From an optimization exercise on the open Yosys and OpenROAD flow, aimed at small area, a short achievable clock period and few clock cycles; shortcuts taken in it are not production practice. The RTL was checked by simulation tests, not by an equivalence proof against the original design. Power and IR drop assume default switching activity.

// ro_decide
module ro_decide (
    input  wire         clk,
    input  wire         rst,
    input  wire         in_valid,
    output wire         in_ready,
    input  wire         in_first,
    input  wire         in_last,
    input  wire [15:0]  in_yi,
    input  wire [15:0]  in_yq,
    input  wire [31:0]  in_w,           
    input  wire [4:0]   cfg_int_shift,
    input  wire [2:0]   cfg_plane_en,
    input  wire [15:0]  cfg_state_map,
    input  wire [47:0]  cfg_a,          
    input  wire [47:0]  cfg_b,
    input  wire [95:0]  cfg_c,          
    input  wire [47:0]  cfg_k,
    input  wire [14:0]  cfg_k_sh,       
    output reg          res_valid,
    output reg  [31:0]  res_i,
    output reg  [31:0]  res_q,
    output reg          res_sat,
    output reg  [2:0]   res_sides,
    output reg  [1:0]   res_state,
    output reg  [15:0]  res_quality
);
Settings: LEC_CHECK=0, ABC_AREA=1, CAP_MARGIN=20, CORE_MARGIN=2, CORE_UTILIZATION=40, CTS_BUF_LIST=sky130_fd_sc_hd__clkbuf_4 sky130_fd_sc_hd__clkbuf_8, SLEW_MARGIN=20; clock period 11.0 ns.
standard.sh (not shown) runs the stock make flow with config.mk's settings and CLKGATE_MAP_FILE= SYNTH_SCRIPT=/design/flow/synth_recipe.tcl, a recipe that flattens the netlist after the stock synthesis.
==> flow/flow/run.sh <==
#!/bin/bash
# The standard layout (standard.sh, its synthesis unchanged), with the port
# buffers made of the smallest buffer cell instead of the placer's default, and
# timing repair aiming 5.5 ns below the clock period.
set -euo pipefail
bash standard.sh "BUFFER_PORTS_ARGS=-buffer_cell sky130_fd_sc_hd__buf_1" SETUP_SLACK_MARGIN=5.5 finish > standard.log 2>&1
Testbench counts at the start, summed over its fixed seeds: cycles 79,959.
Next try:
==> flow/run.sh (new file) <==
#!/bin/bash
# synth_recipe.tcl (not shown) runs the flow's synth.tcl, then flattens the netlist and writes it again
# the make line also repeats each setting of config.mk as NAME=value (left out here)
make -C /OpenROAD-flow-scripts/flow DESIGN_CONFIG=/design/flow/config.mk WORK_HOME=/design/flow/orfs CLKGATE_MAP_FILE= SYNTH_SCRIPT=/design/flow/synth_recipe.tcl finish
--- a/flow/config.mk
+++ b/flow/config.mk
@@ -12 +12 @@
-export CTS_BUF_LIST = sky130_fd_sc_hd__clkbuf_4 sky130_fd_sc_hd__clkbuf_8
+export SETUP_SLACK_MARGIN = 5
removed: flow/flow/run.sh
removed: flow/standard.sh
After rerunning: Routed wire length decreases slightly; sequential share of layout area decreases by 0.47 points; sequential power decreases slightly; flip-flop and latch count stays the same; total power decreases by a few percent; core utilization increases by 0.83 points; via count decreases slightly; combinational power decreases by a few percent; cell count decreases slightly; cell area increases slightly; maximum frequency decreases by a few percent.


Setup of run 1:
ro_decide, a different RTL version from the one above (not shown whole).
Size: about 8,900 cells after synthesis, about 900 flip-flops, roughly 440 I/O pins, roughly 76,000 sq um of cells after synthesis.
clock: 11.0 ns
lec_check: 0
abc_area: 1
cap_margin: 20
core_margin: 2
core_utilization: 40
cts_buf_list: sky130_fd_sc_hd__clkbuf_4 sky130_fd_sc_hd__clkbuf_8
slew_margin: 20
==> flow/flow/run.sh <==
#!/bin/bash
# The standard layout (standard.sh, its synthesis unchanged), with the port
# buffers made of the smallest buffer cell instead of the placer's default, and
# timing repair aiming 5.8 ns below the clock period.
set -euo pipefail
bash standard.sh "BUFFER_PORTS_ARGS=-buffer_cell sky130_fd_sc_hd__buf_1" SETUP_SLACK_MARGIN=5.8 finish > standard.log 2>&1
Testbench counts of run 1, summed over its fixed seeds: cycles 79,959.
For run 2, these inputs were changed with respect to run 1:
==> flow/flow/run.sh <==
#!/bin/bash
# The standard layout (standard.sh, its synthesis unchanged), with the port
# buffers made of the smallest buffer cell instead of the placer's default, and
# timing repair aiming 5.5 ns below the clock period.
set -euo pipefail
bash standard.sh "BUFFER_PORTS_ARGS=-buffer_cell sky130_fd_sc_hd__buf_1" SETUP_SLACK_MARGIN=5.5 finish > standard.log 2>&1
==> comparison <==
Run 2 ended with every stage complete and zero timing, DRC or antenna violations. The detailed-route wire length on metal 1 in run 2 sits 870 um below the value recorded for run 1. Aggregate global-route resource usage is higher on run 1. Multi-input gate share of total cell area of run 1 is on par with run 2. Between run 1 and run 2, the difference in sequential standard cell area is negligible. Cmp run 1 and run 2 / post-route minimum period / lower: run 1. [compare] base=run 1 new=run 2: worst supply voltage drop on vdd fell by about 4%; worst setup slack fell by 240 ps.
Here is what was changed in the inputs of run 3 compared with run 2.
==> flow/flow/run.sh <==
#!/bin/bash
# The standard layout (standard.sh, its synthesis unchanged), with the port
# buffers made of the smallest buffer cell instead of the placer's default, and
# timing repair aiming 6.0 ns below the clock period.
set -euo pipefail
bash standard.sh "BUFFER_PORTS_ARGS=-buffer_cell sky130_fd_sc_hd__buf_1" SETUP_SLACK_MARGIN=6.0 finish > standard.log 2>&1
Notes after the runs:
- Run 3: all stages complete, timing, DRC and antenna checks passed
- | cell count along the critical path | lower: run 2 |
- Looking at hold slack, run 3 sits 32 ps lower than run 2 does.
- Worst setup slack after placement (run 3 over run 2): decrease, 400 ps

[static timing again, ports no longer ideal]
In the flow no input, the clock included, has a driving cell. The finished layouts below were timed again as built, in two steps. Step 1 (the two cells are an assumption about what drives the block):
set clk [get_ports {clk}]
set_driving_cell -lib_cell sky130_fd_sc_hd__clkbuf_16 $clk
set_driving_cell -lib_cell sky130_fd_sc_hd__buf_2 [delete_from_list [all_inputs] $clk]
Step 2 times the ports against the registers' clock, not the clock port: input delays grow and output delays shrink by t, the midpoint of the rising clock arrivals with the driver on. a / b / c = no drivers / after step 1 / after step 2; a / b = the first two.
| run | t, ns | setup slack, ns | worst register clock-pin slew, ns | worst data-port slew with drivers (ns) | pins driven straight from the clock port |
|---|---|---|---|---|---|
| the first run of note 1 | 1.087 | 5.508 / 5.508 / 5.508 | 0.08 / 0.08 | 0.12 | 1 |
| the second run of note 1 | 0.877 | 5.141 / 5.141 / 5.141 | 0.07 / 0.07 | 0.13 | 1 |
| run 1 | 1.067 | 5.775 / 5.775 / 5.107 | 0.08 / 0.08 | 0.24 | 1 |
| run 2 | 1.077 | 5.534 / 5.534 / 5.189 | 0.08 / 0.08 | 0.25 | 1 |
| run 3 | 1.099 | 5.944 / 5.944 / 5.709 | 0.08 / 0.08 | 0.17 | 1 |
After both steps every run listed still meets setup and hold. The setup slack of run 1, which loses most, moves by 0.000 ns with the drivers and by -0.668 ns with both steps.
